Context: an optimization exercise on an open-source flow, tuned for small area, a short achievable clock period and few clock cycles. The choices shown serve that exercise and are no tape-out recipe.
Only simulation tests tie the RTL to the original design; equivalence was not proved.
No activity file was given, so power comes from the tool's default toggle rates.

File: flow/design.v
module gf_inv (
    input  wire [3:0]  h,
    output reg  [63:0] t
);
    always @(*) begin
        case (h)
            4'd0: t = 64'hba7aa747f48e0100;
            4'd1: t = 64'h965daa3d98dd9dad;
            4'd2: t = 64'h664c3ee058c072d8;
            4'd3: t = 64'h2a4b83a08055de90;
            4'd4: t = 64'h8a2c56605139ed6c;
            4'd5: t = 64'h6e338b264a1fd070;
            4'd6: t = 64'h5e40c3a42e6f8948;
            4'd7: t = 64'he1150caba9cf2250;
            4'd8: t = 64'h04a64e92d5f85f36;
            4'd9: t = 64'h934567161e2b8830;
            4'd10: t = 64'h61251a818c682338;
            4'd11: t = 64'h41370e9763cbc113;
            4'd12: t = 64'h4d17c4b95bca5724;
            4'd13: t = 64'h322fec20b3ef8d52;
            4'd14: t = 64'h79dafbe9d911d128;
            4'd15: t = 64'hfcfecd84bb0677db;
            default: t = 64'h0;
        endcase
    end
endmodule
module gf_mul (
    input  wire [7:0] a,
    input  wire [7:0] b,
    output reg  [7:0] y
);
    integer n;
    reg [7:0] aa;
    always @(*) begin
        y  = 8'h00;
        aa = a;
        for (n = 0; n < 8; n = n + 1) begin
            if (b[n])
                y = y ^ aa;
            aa = {aa[6:0], 1'b0} ^ (aa[7] ? 8'h1d : 8'h00);
        end
    end
endmodule
module ecath_coef0 (
    input  wire [3:0]  m,
    output reg  [55:0] c
);
    always @(*) begin
        case (m)
            4'd0: c = 56'h00000000000000;
            4'd1: c = 56'h00000000000000;
            4'd2: c = 56'h000000000000f4;
            4'd3: c = 56'h0000000000018e;
            4'd4: c = 56'h00000000ba7aa7;
            4'd5: c = 56'h000000017aba47;
            4'd6: c = 56'h0000f48ea747ba;
            4'd7: c = 56'h00018ef447a77a;
            4'd8: c = 56'h965daa3d98dd9d;
            4'd9: c = 56'h00000000000000;
            4'd10: c = 56'h00000000000000;
            4'd11: c = 56'h00000000000000;
            4'd12: c = 56'h00000000000000;
            4'd13: c = 56'h00000000000000;
            4'd14: c = 56'h00000000000000;
            4'd15: c = 56'h00000000000000;
            default: c = 56'h0;
        endcase
    end
endmodule
module ecath_enc (
    input  wire        clk,
    input  wire        rst,
    input  wire        s_valid,
    output wire        s_ready,
    input  wire [31:0] s_data,
    input  wire [6:0]  s_k,       
    input  wire [3:0]  s_m,       
    output wire        m_valid,
    input  wire        m_ready,
    output wire [31:0] m_data,
    output wire        m_last
);
    function [7:0] xt;     
        input [7:0] a;
        xt = {a[6:0], 1'b0} ^ (a[7] ? 8'h1d : 8'h00);
    endfunction
    function [7:0] cmul;   
        input [2:0] j;
        input [7:0] y;
        cmul = (j[0] ? y : 8'h00) ^ (j[1] ? xt(y) : 8'h00) ^ (j[2] ? xt(xt(y)) : 8'h00) ^ 8'h01;
    endfunction
    reg        sr;        
    reg        fn;        
    reg [6:0]  rem;       
    reg [6:0]  xn;        
    reg [3:0]  mt;        
    wire       fire   = s_valid & sr;
    wire       last_t = fn ? (s_k == 7'd1) : (rem == 7'd1);
    always @(posedge clk) begin
        if (rst) begin
            fn <= 1'b1;
        end else if (fire) begin
            fn <= last_t;
            if (fn) begin
                rem <= s_k - 7'd1;
                xn  <= {3'd0, s_m} + 7'd1;
                mt  <= s_m;
            end else begin
                rem <= rem - 7'd1;
                xn  <= xn + 7'd1;
            end
        end
    end
    wire [63:0] tinv;
    gf_inv u_tab (.h(xn[6:3]), .t(tinv));
    wire [7:0]  e0 [0:7];
    wire [7:0]  e1 [0:7];
    wire [7:0]  e2 [0:7];
    wire [7:0]  e3 [0:7];
    wire [55:0] cn;        
    wire [55:0] cf;        
    genvar u;
    generate
        for (u = 0; u < 8; u = u + 1) begin : g_perm
            assign e0[u] = tinv[8*u +: 8];
            assign e1[u] = xn[0] ? e0[u ^ 1] : e0[u];
            assign e2[u] = xn[1] ? e1[u ^ 2] : e1[u];
            assign e3[u] = xn[2] ? e2[u ^ 4] : e2[u];    
        end
        for (u = 1; u < 8; u = u + 1) begin : g_cn
            assign cn[8*(u-1) +: 8] = e3[u];
        end
    endgenerate
    wire [3:0] mf = hold ? mt : s_m;
    ecath_coef0 u_c0 (.m(mf), .c(cf));
    reg [31:0] d0;         
    reg [55:0] cr;         
    reg        f0;         
    reg        l0;         
    reg        hold;       
    reg        ga, gb;     
    reg        ca, cb;     
    reg        bm;         
    reg        ua, ub;     
    wire [31:0] d0_d;
    wire [55:0] cr_d;
    ecath_lmux #(.W(32)) u_d0 (.s(hold), .a(d0), .b(s_data), .y(d0_d));
    ecath_lmux #(.W(56)) u_cr (.s(hold | fn), .a(cf), .b(cn), .y(cr_d));
    always @(posedge clk) begin
        d0 <= d0_d;
        cr <= cr_d;
    end
    reg  [255:0] acc;         
    wire [255:0] accn;
    wire [7:0] pw [0:3][0:7];      
    genvar j, b, k;
    generate
        for (b = 0; b < 4; b = b + 1) begin : g_pow
            assign pw[b][0] = d0[8*b +: 8];
            for (k = 1; k < 8; k = k + 1) begin : g_k
                assign pw[b][k] = xt(pw[b][k-1]);
            end
        end
        for (j = 0; j < 8; j = j + 1) begin : g_row
            wire [31:0] prod;
            wire        clr = (j < 4) ? ca : cb;
            if (j == 0) begin : g_one
                assign prod = d0 & {32{ga}};
            end else begin : g_mul
                wire       gt = (j < 4) ? ga : gb;
                wire [7:0] c;      
                if (j < 4) begin : g_a
                    assign c = cmul(j, cr[8*(j-1) +: 8]);
                end else if (j == 4) begin : g_b0
                    assign c = bm ? 8'h01 : cmul(j, cr[8*(j-1) +: 8]);
                end else begin : g_b
                    assign c = bm ? cmul(j - 4, cr[8*(j-5) +: 8]) : cmul(j, cr[8*(j-1) +: 8]);
                end
                for (b = 0; b < 4; b = b + 1) begin : g_lane
                    wire [7:0] yn [0:3];
                    for (k = 0; k < 4; k = k + 1) begin : g_pair
                        gf_sel3 u_sel (
                            .sa (gt & c[2*k] & ~c[2*k+1]),
                            .sb (gt & ~c[2*k] & c[2*k+1]),
                            .sab(gt & c[2*k] & c[2*k+1]),
                            .a  (pw[b][2*k]),
                            .b  (pw[b][2*k+1]),
                            .ab (pw[b][2*k] ^ pw[b][2*k+1]),
                            .yn (yn[k]));
                    end
                    assign prod[8*b +: 8] = yn[0] ^ yn[1] ^ yn[2] ^ yn[3];
                end
            end
            assign accn[32*j +: 32] = (acc[32*j +: 32] & {32{~clr}}) ^ prod;
        end
    endgenerate
    always @(posedge clk) begin
        acc <= accn;
    end
    reg        have;       
    reg [2:0]  jo;         
    reg [2:0]  ml;         
    reg        pend;       
    reg        pfb;        
    reg [2:0]  pl;         
    reg [31:0] r1, r2;     
    reg        r1v, r2v, r1l, r2l;
    reg        mv;         
    wire       go   = ga | gb;
    wire       done = go & l0;                     
    wire       ua_n = (go & f0) ? ga : ua;         
    wire       ub_n = (go & f0) ? gb : ub;
    wire [2:0] fr   = {~ua_n, 2'b00};              
    wire [2:0] lr   = fr + mt[2:0] - 3'd1;         
    wire       pop  = r1v & m_ready;
    reg [31:0] rowsel;
    integer q;
    always @(*) begin
        rowsel = 32'd0;
        for (q = 0; q < 8; q = q + 1)
            rowsel = rowsel | (acc[32*q +: 32] & {32{jo == q}});
    end
    wire [31:0] byp_b = (acc[159:128] & {32{~cb}}) ^ (d0 & {32{gb}});
    wire [31:0] pdata = have ? rowsel : (ua_n ? accn[31:0] : byp_b);
    wire        lastrow = (jo == ml);
    wire        plast = have ? lastrow : (fr == lr);
    localparam NXW = 1 + 3 + 3 + 1 + 1 + 3 + 1 + 1 + 1 + 1 + 1;
    wire [NXW-1:0] nx [0:1];
    genvar pp;
    generate
        for (pp = 0; pp < 2; pp = pp + 1) begin : g_cof
            wire       popc    = (pp == 1);
            wire       push_ok = ~r2v | popc;
            wire       push    = (have | done) & push_ok;
            wire       fin     = have & push_ok & lastrow;
            wire       byp     = done & ~have & push_ok;
            reg        h_n, p_n, pb_n;
            reg [2:0]  jo_n, ml_n, pl_n;
            always @(*) begin
                h_n  = have;  jo_n = jo;   ml_n = ml;
                p_n  = pend;  pb_n = pfb;  pl_n = pl;
                if (have & push_ok) begin
                    if (lastrow) begin
                        h_n  = pend; jo_n = {pfb, 2'b00}; ml_n = pl;
                        p_n  = 1'b0;
                    end else begin
                        jo_n = jo + 3'd1;
                    end
                end
                if (done) begin
                    if (byp) begin
                        h_n  = (fr != lr); jo_n = fr + 3'd1; ml_n = lr;
                    end else if (fin & ~pend) begin
                        h_n  = 1'b1; jo_n = fr; ml_n = lr;
                    end else if (~have) begin
                        h_n  = 1'b1; jo_n = fr; ml_n = lr;
                    end else begin
                        p_n  = 1'b1; pb_n = fr[2]; pl_n = lr;
                    end
                end
            end
            wire r1_take = ~r1v | popc;
            wire r1v_n = r1_take ? (r2v | push) : 1'b1;
            wire r2v_n = r1_take ? (r2v & push) : (r2v | push);
            wire da    = h_n & ~jo_n[2];
            wire la    = ~jo_n[2] & ((jo_n == 3'd3) | (jo_n == ml_n));
            wire db    = h_n & ml_n[2];
            wire lb    = (jo_n == ml_n);
            wire fa    = ~(p_n & ~pb_n) & (~da | (la & ~r2v_n));
            wire fb    = ~(p_n & pl_n[2]) & (~db | (lb & ~r2v_n));
            assign nx[pp] = {h_n, jo_n, ml_n, p_n, pb_n, pl_n, r1v_n, r2v_n, push, fa, fb};
        end
    endgenerate
    wire [NXW-1:0] nxs;
    ecath_lmux #(.W(NXW)) u_lm (.s(pop), .a(nx[1]), .b(nx[0]), .y(nxs));
    wire       have_n = nxs[NXW-1];
    wire [2:0] jo_n   = nxs[NXW-2 -: 3];
    wire [2:0] ml_n   = nxs[NXW-5 -: 3];
    wire       pend_n = nxs[NXW-8];
    wire       pfb_n  = nxs[NXW-9];
    wire [2:0] pl_n   = nxs[NXW-10 -: 3];
    wire       r1v_n  = nxs[4];
    wire       r2v_n  = nxs[3];
    wire       push   = nxs[2];
    wire       fa     = nxs[1];
    wire       fb     = nxs[0];
    wire       mv_n;
    ecath_lmux #(.W(1)) u_mv (.s(pop), .a(nx[1][4]), .b(nx[0][4]), .y(mv_n));
    always @(posedge clk) begin
        if (rst) begin
            r1v  <= 1'b0;
            mv   <= 1'b0;
            r2v  <= 1'b0;
            have <= 1'b0;
            pend <= 1'b0;
        end else begin
            r1v  <= r1v_n;
            mv   <= mv_n;
            r2v  <= r2v_n;
            have <= have_n;
            pend <= pend_n;
        end
        jo  <= jo_n;
        ml  <= ml_n;
        pfb <= pfb_n;
        pl  <= pl_n;
    end
    wire [32:0] r1_d, r2_d;
    wire        r1e = ~r1v | m_ready;
    wire        r2e;
    ecath_lmux #(.W(1))  u_r2e (.s(m_ready), .a(r1v & r2v), .b(r1v & ~r2v), .y(r2e));
    ecath_lmux #(.W(33)) u_r1 (.s(r1e), .a(r2v ? {r2l, r2} : {plast, pdata}), .b({r1l, r1}), .y(r1_d));
    ecath_lmux #(.W(33)) u_r2 (.s(r2e), .a({plast, pdata}), .b({r2l, r2}), .y(r2_d));
    always @(posedge clk) begin
        {r1l, r1} <= r1_d;
        {r2l, r2} <= r2_d;
    end
    wire first_n = hold | (fire & fn);             
    wire big_n   = hold ? (mt > 4'd4) : (s_m > 4'd4);
    wire can     = big_n ? (fa & fb) : (fa | fb);
    wire cont_n  = ~hold & fire & ~fn;             
    wire ga_n    = first_n ? (can & (big_n | fa)) : (cont_n & ua_n);
    wire gb_n    = first_n ? (can & (big_n | ~fa)) : (cont_n & ub_n);
    wire hold_n  = first_n & ~can;
    always @(posedge clk) begin
        if (rst) begin
            sr   <= 1'b1;
            hold <= 1'b0;
            ga   <= 1'b0;
            gb   <= 1'b0;
            ca   <= 1'b0;
            cb   <= 1'b0;
        end else begin
            sr   <= ~hold_n;
            hold <= hold_n;
            ga   <= ga_n;
            gb   <= gb_n;
            ca   <= ga_n & first_n;
            cb   <= gb_n & first_n;
        end
        if (!hold) begin
            f0 <= fn;
            l0 <= last_t;
        end
        bm <= first_n ? ~big_n & ~fa : (ub_n & ~ua_n);
        ua <= ua_n;
        ub <= ub_n;
    end
    assign s_ready = sr;
    assign m_valid = mv;
    assign m_data  = r1;
    assign m_last  = r1l;
endmodule
module gf_sel3 (
    input  wire       sa,
    input  wire       sb,
    input  wire       sab,
    input  wire [7:0] a,
    input  wire [7:0] b,
    input  wire [7:0] ab,
    output wire [7:0] yn
);
    assign yn = ~(({8{sa}} & a) | ({8{sb}} & b) | ({8{sab}} & ab));
endmodule
module ecath_lmux #(parameter W = 1) (
    input  wire         s,
    input  wire [W-1:0] a,
    input  wire [W-1:0] b,
    output wire [W-1:0] y
);
    assign y = s ? a : b;
endmodule
File: flow/config.mk
export PLATFORM = sky130hd
export DESIGN_NAME = ecath_enc
export DESIGN_NICKNAME = ecath_enc
export VERILOG_FILES = /design/flow/design.v
export SDC_FILE = /design/flow/constraint.sdc
export NUM_CORES = 8
export LEC_CHECK = 0
export CAP_MARGIN = 20
export CORE_MARGIN = 2
export CORE_UTILIZATION = 30
export PLACE_DENSITY = 0.5
export SLEW_MARGIN = 20
export SYNTH_HIERARCHICAL = 1
File: flow/flow/run.sh
#!/bin/bash
# Standard ORFS layout (the standard.sh), with port buffers of a stronger
# cell and timing repair aimed below the period the design reaches anyway.
set -euo pipefail
bash standard.sh SETUP_SLACK_MARGIN=8.0 \
  "BUFFER_PORTS_ARGS=-buffer_cell sky130_fd_sc_hd__buf_4" finish > orfs_make.log 2>&1
File: flow/constraint.sdc
create_clock -name core_clock -period 11.5 [get_ports {clk}]
set_input_delay 2.3000 -clock core_clock [delete_from_list [all_inputs] [get_ports {clk}]]
set_output_delay 2.3000 -clock core_clock [all_outputs]
set_load 0.01 [all_outputs]
File: flow/standard.sh
#!/bin/bash
# synth_recipe.tcl (not shown) runs the flow's synth.tcl, then flattens the netlist and writes it again
# the make line also repeats each setting of config.mk as NAME=value (left out here)
make -C /OpenROAD-flow-scripts/flow DESIGN_CONFIG=/design/flow/config.mk WORK_HOME=/design/flow/orfs CLKGATE_MAP_FILE= SYNTH_SCRIPT=/design/flow/synth_recipe.tcl "${@:-finish}"
==> results.yml, run 1 <==
outcome:
  status: "timing/DRC/antenna clean"
placement:
  place_hpwl_um: 115700
  pre_cts_slack_ps: 7305
  dp_cells: 6468
  gp_congestion: 0.9023
  io_buffers: 81
worst_setup_path:
  crit_start: "r1[1]"
  crit_buf_inv: 1
  path_class: "reg -> out"
  start_kind: "register"
  max_stage_delay_ps: 460
  critPathArrivalTime_ps: 1280
  critPathCapture: "m_data[1]"
  rr_startpoint: "d0[31]"
  endpoint_kind: "output port"
  crit_chain: "buf_6"
  critical_path.slowest_cell: "dfxtp_4"
  worstPathRequired_ps: 9200
  r2r_end: "acc[218]"
  crit_family: "flip-flops"
  cp_num_cells: 1
  path_max_fanout: 2
  worst-r2r-cell-count: 9
  r2r_setup_slack_ps: 8010
floorplan:
  die_height_um: 390.1
  initial_utilization: 0.3025
  dieArea_sq_um: 152200
  ios: 82
  num_rows: 141
  die_w_um: 390.1
  core_sq_um: 147800
sta:
  hold_slack_ps: 479.4
  period_share: 0.3116
  worstMarginPinSlew_ps: 1114
  relSlewSlack: 0.2575
  drv_slew: 0
  finalCriticalPeriod_ps: 3583
  rsz0062_at_grt: "yes"
  fmax_mhz: 279.1
  finalSetupTns_ps: 0
  setup_viol: 0
  fin_ws_ps: 7917
  hold_viol: 0
  fin_worst_skew_ps: 25.39
yosys:
  synthesis.area_sq_um: 44720
  synth_cells: 4749
  yosys_warnings: 9
  avgSynthCellArea_sq_um: 9.418
route:
  vias_per_cell: 6.885
  dr_wl_met2_um: 87700
  initialDrtViolationCount: 14560
  drc: 0
  drt-met1-wl_um: 83340
  wl_met3_um: 36050
  vias: 45490
  firstDrtPassIters: 23
  wl_um: 223400
  post_drt_wl_per_cell_um: 33.81
  antenna_left: 0
  top_layer_used: "met5"
global_route:
  grt_usage: 0.2762
  gr-total-overflow: 0
  grt_pass1_vias: 43360
  antenna_found_initial: 8
  grt_max_degree: 76
  grt_pass1_wl_um: 314400
cts:
  clk_pin_slew_ps: 60
  cts_buffers: 58
  cts-htree-levels: 2
  cts_num_sinks: 455
  root_buffer: "clkbuf_16"
  cts_max_path_buffers: 3
  tritoncts: "yes"
  cts_hold_buf: 0
  insertion_delay_ps: 700
power_and_ir_drop:
  leakage_nw: 17.08
  power_density_nw_per_um2: 186.1
  ir_drop_mv: 0.1528
worst_hold_path:
  hold_path.class: "reg -> reg"
  worst_hold_path.num_cells: 1
finish:
  drive_gt1_frac: 0.2085
  layout.cells.non_filler: 6607
  syn_to_final_growth_pct: 12.66
  nets: 4712
run:
  max-cap-violations: 0
## what timing repair did
| action | CTS | global route |
|---|---|---|
| pin swaps | 3 | 4 |
| cloned | 3 | 2 |
| setup endpoints to repair | 311 | 229 |
| gates resized for setup | 96 | 62 |
| buffers inserted | 14 | 16 |
## worst min path at each step
stage            from  endpoint  slack (ps)
6_report       d0[21]    d0[21]         480
5_1_grt        r1[27]    r1[27]         490
4_1_cts        d0[21]    d0[21]         480
3_5_place_dp   r2[12]    r2[12]         470
3_3_place_gp   r2[30]    r2[30]         460
2_1_floorplan      fn        f0         410
## state kept, by name, indices dropped and copies added, names as in the netlist, 3 cells and up
| register | flops |
|---|---|
| d0 | 32 |
| jo | 3 |
| pl | 3 |
| cr | 56 |
| r1 | 32 |
| xn | 7 |
| mt | 4 |
| r2 | 32 |
| acc | 256 |
| rem | 7 |
| ml | 3 |
## cell usage in the layout, fill, tap and decap left out, drive strengths merged, types with 11 or more instances in the layout
| master | count |
|---|---|
| mux2 | 307 |
| a22oi | 41 |
| buf | 287 |
| nor2b | 278 |
| a2111oi | 18 |
| nor2 | 93 |
| xnor2 | 1072 |
| nor3 | 23 |
| nand3 | 33 |
| a21boi | 11 |
| a22o | 20 |
| mux2i | 58 |
| dfxtp | 435 |
| edfxtp | 20 |
| inv | 89 |
| nand2b | 21 |
| a222oi | 898 |
| a221oi | 19 |
| and3 | 22 |
| mux4 | 40 |
| a31oi | 14 |
| xor2 | 137 |
| a221o | 23 |
| nand2 | 217 |
| a21oi | 106 |
| o21ai | 116 |
| or3 | 11 |
| ha | 32 |
| clkbuf | 89 |
## metrics by stage
step | cell area (sq um) | total power (W) | util
global route | 50390 | 0.009773 | 0.3408
finish | 50390 | 0.009379 | 0.3408
detailed placement | 47190 | 0.007082 | 0.3192
global placement | 47150 | 0.007036 | 0.3189
CTS | 49900 | 0.009208 | 0.3375
floorplan | 44990 | 0.005834 | -
## metal layers
layer  vias to the layer above  global-route usage
met4                         2              0.1587
met3                       983              0.1146
met1                     21880              0.3540
li1                      18510                   -
met5                         -            0.003509
met2                      4112              0.3844
## area by class of cell
cell class,instances,area (sq um)
fill,15110,97450
clock inverter,16,257.7
multi-input combinational,3738,33780
timing repair inverter,2,12.51
inverter,89,362.8
sequential,455,9418
tap,1930,2415
clock buffer,87,1765
antenna,1,2.502
timing repair buffer,289,2379
## report_power, final
| part | internal [W] | switching [W] |
|---|---|---|
| clock | 0.00119 | 0.000804 |
| sequential | 0.00222 | 0.000398 |
| combinational | 0.00215 | 0.00262 |
Testbench counts, summed over its fixed seeds: cycles 34,416.
==> inputs of run 2 (changes only) <==
--- a/flow/design.v
+++ b/flow/design.v
@@ -145,7 +145,7 @@
     wire [31:0] d0_d;
     wire [55:0] cr_d;
     ecath_lmux #(.W(32)) u_d0 (.s(hold), .a(d0), .b(s_data), .y(d0_d));
-    ecath_lmux #(.W(56)) u_cr (.s(hold | fn), .a(cf), .b(cn), .y(cr_d));
+    assign cr_d = (hold | fn) ? cf : cn;
     always @(posedge clk) begin
         d0 <= d0_d;
         cr <= cr_d;
@@ -305,15 +305,15 @@
         pfb <= pfb_n;
         pl  <= pl_n;
     end
-    wire [32:0] r1_d, r2_d;
+    wire [32:0] r1_d;
     wire        r1e = ~r1v | m_ready;
     wire        r2e;
     ecath_lmux #(.W(1))  u_r2e (.s(m_ready), .a(r1v & r2v), .b(r1v & ~r2v), .y(r2e));
     ecath_lmux #(.W(33)) u_r1 (.s(r1e), .a(r2v ? {r2l, r2} : {plast, pdata}), .b({r1l, r1}), .y(r1_d));
-    ecath_lmux #(.W(33)) u_r2 (.s(r2e), .a({plast, pdata}), .b({r2l, r2}), .y(r2_d));
     always @(posedge clk) begin
         {r1l, r1} <= r1_d;
-        {r2l, r2} <= r2_d;
+        if (r2e)
+            {r2l, r2} <= {plast, pdata};
     end
     wire first_n = hold | (fire & fn);             
     wire big_n   = hold ? (mt > 4'd4) : (s_m > 4'd4);
==> run 2 against run 1 <==
- critical path depth increased by 7
- via count about the same
- register-to-register slack got worse by 80 ps
- clock-buffer cell count decreased by 14
- synthesized cell count decreased by 0.38%
- critical path type is now reg -> reg
==> results.yml, run 2 <==
outcome:
  status: "timing/DRC/antenna clean"
power_and_ir_drop:
  leakage_nw: 16.49
  ir_drop_mv: 0.1054
  power.total_w: 0.009142
  power_density_nw_per_um2: 183.1
worst_setup_path:
  endpoint_kind: "register"
  worst-r2r-cell-count: 8
  r2r_end: "acc[51]"
  path_class: "reg -> reg"
  rr_startpoint: "ga"
  worstPathRequired_ps: 12090
  start_kind: "register"
  path_max_fanout: 41
  r2r_setup_slack_ps: 7930
  critPathArrivalTime_ps: 4160
placement:
  gp_congestion: 0.8827
  place_hpwl_um: 112800
  io_buffers: 81
  pre_cts_slack_ps: 7558
yosys:
  avgSynthCellArea_sq_um: 9.320
  synth_cells: 4731
  yosys_warnings: 9
  synthesis.area_sq_um: 44090
cts:
  cts_num_sinks: 455
  tritoncts: "yes"
  root_buffer: "clkbuf_16"
  cts_max_path_buffers: 3
  clk_pin_slew_ps: 60
  cts_buffers: 57
  insertion_delay_ps: 710
  cts-htree-levels: 2
global_route:
  gr-total-overflow: 0
  antenna_found_initial: 5
  grt_max_degree: 113
  grt_usage: 0.2771
  grt_pass1_vias: 42990
  grt_pass1_wl_um: 312700
sta:
  finalCriticalPeriod_ps: 3566
  rsz0062_at_grt: "yes"
  drv_slew: 0
  setup_viol: 0
  relSlewSlack: 0.1404
  fin_ws_ps: 7934
  worstMarginPinSlew_ps: 1288
  hold_viol: 0
  fmax_mhz: 280.4
  fin_worst_skew_ps: 43.39
  finalSetupTns_ps: 0
  period_share: 0.3101
  hold_slack_ps: 475.0
finish:
  drive_gt1_frac: 0.1888
  syn_to_final_growth_pct: 13.20
  largest_reg_flops: 256
  final_common_cell: "xnor2_1"
  max_flop_register: "acc"
  fin_util: 0.3425
  nets: 4698
  multiInputGateArea_sq_um: 33180
  area.sequential_sq_um: 9716
  top_regs: "acc: 256 flops, cr: 56 flops"
  fill_cells: 14990
  final_cell_mix: "xnor2_1, a222oi_1, dfxtp_1, nor2b_1, buf_4"
route:
  vias: 45470
  post_drt_wl_per_cell_um: 33.65
  drc: 0
  initialDrtViolationCount: 15230
  firstDrtPassIters: 29
  vias_per_cell: 6.902
  wl_um: 221700
  antenna_left: 0
floorplan:
  die_w_um: 387.4
  core_sq_um: 145700
  num_rows: 140
  dieArea_sq_um: 150100
  initial_utilization: 0.3026
  die_height_um: 387.4
  ios: 82
worst_hold_path:
  worstHoldStart: "d0[31]"
  hold_path.class: "reg -> reg"
  hold_end: "d0[31]"
  worst_hold_path.num_cells: 1
run:
  max-cap-violations: 0
run 2: metal layers:
metal / track usage / part of all wire / vias to the layer above
li1: - / - / 18480
met1: 0.3630 / 0.38 / 21710
met2: 0.3835 / 0.39 / 4218
met3: 0.1158 / 0.16 / 1052
met4: 0.1421 / 0.066 / 6
met5: 0.004466 / 0.00032 / -
run 2: worst max path at each step:
stage / start / cells after the start / endpoint / slack [ps]
floorplan: s_k[3] / 5 / rem[6] / 8000
global placement: s_m[2] / 8 / cr[12] / 7560
detailed placement: d0[30] / 9 / acc[222] / 7560
CTS: d0[31] / 9 / acc[222] / 7940
global route: d0[21] / 7 / acc[177] / 7940
finish: ga / 8 / acc[51] / 7930
run 2: where the power goes:
group	internal [W]	switching [W]
Combinational	0.00208	0.00262
Clock	0.00108	0.000829
Sequential	0.00222	0.000319
run 2: worst max-delay path, cell delays in order (launching register included):
cell and delay, ps:
dfxtp_2 310, buf_4 490, nand2_1 130, nor2_2 980
buf_4 530, a222oi_1 210, xnor2_1 440, xnor2_1 180
xnor2_1 140
run 2: through the flow:
step           instance area, sq um  instances
6_report                      49910       6587
5_1_grt                       49910       6584
4_1_cts                       49310       6555
3_5_place_dp                  46830       6428
3_3_place_gp                  46810       6428
2_1_floorplan                 44500       4738
run 2: what timing repair did:
action | in CTS | in global routing
pin swaps | 2 | 12
buffers inserted | 14 | 23
hold buffers | 0 | 0
cloned | 6 | 5
endpoints found under the setup margin | 245 | 200
gates resized for setup | 66 | 48
run 2: cell type report:
class	count	area share
inverter	75	0.006091
timing repair buffer	293	0.04745
timing repair inverter	4	0.0006016
tap	1917	0.04805
antenna	3	0.0001504
clock buffer	73	0.03078
clock inverter	34	0.007420
multi-input combinational	3733	0.6648
sequential	455	0.1946
Testbench counts of run 2, summed over its fixed seeds: cycles 34,416.

[port drivers added, routing unchanged]
No port has a modelled driver above. Below, the same layouts with a new extraction and two added sets of constraints. Step 1 sets driving cells, clkbuf_16 on the clock port and buf_2 on the other inputs (assumed; they add their load-dependent delay and slew). Step 2 times the ports against the registers' clock, not the clock port: input delays grow and output delays shrink by t, the midpoint of the rising clock arrivals with the driver on. Slacks: no drivers / after step 1 / after step 2; pairs: no drivers / after step 1.
| run | shift t [ns] | slack for setup (ns) | worst setup path after step 2 | latest minus earliest clock arrival (ns) |
|---|---|---|---|---|
| run 1 | 0.772 | 7.917 / 7.831 / 7.520 | input to register | 0.027 / 0.027 |
| run 2 | 0.770 | 7.934 / 7.934 / 7.568 | input to register | 0.043 / 0.043 |
After both steps every run listed still meets setup and hold. The setup slack of run 1, which loses most, moves by -0.086 ns with the drivers and by -0.397 ns with both steps.
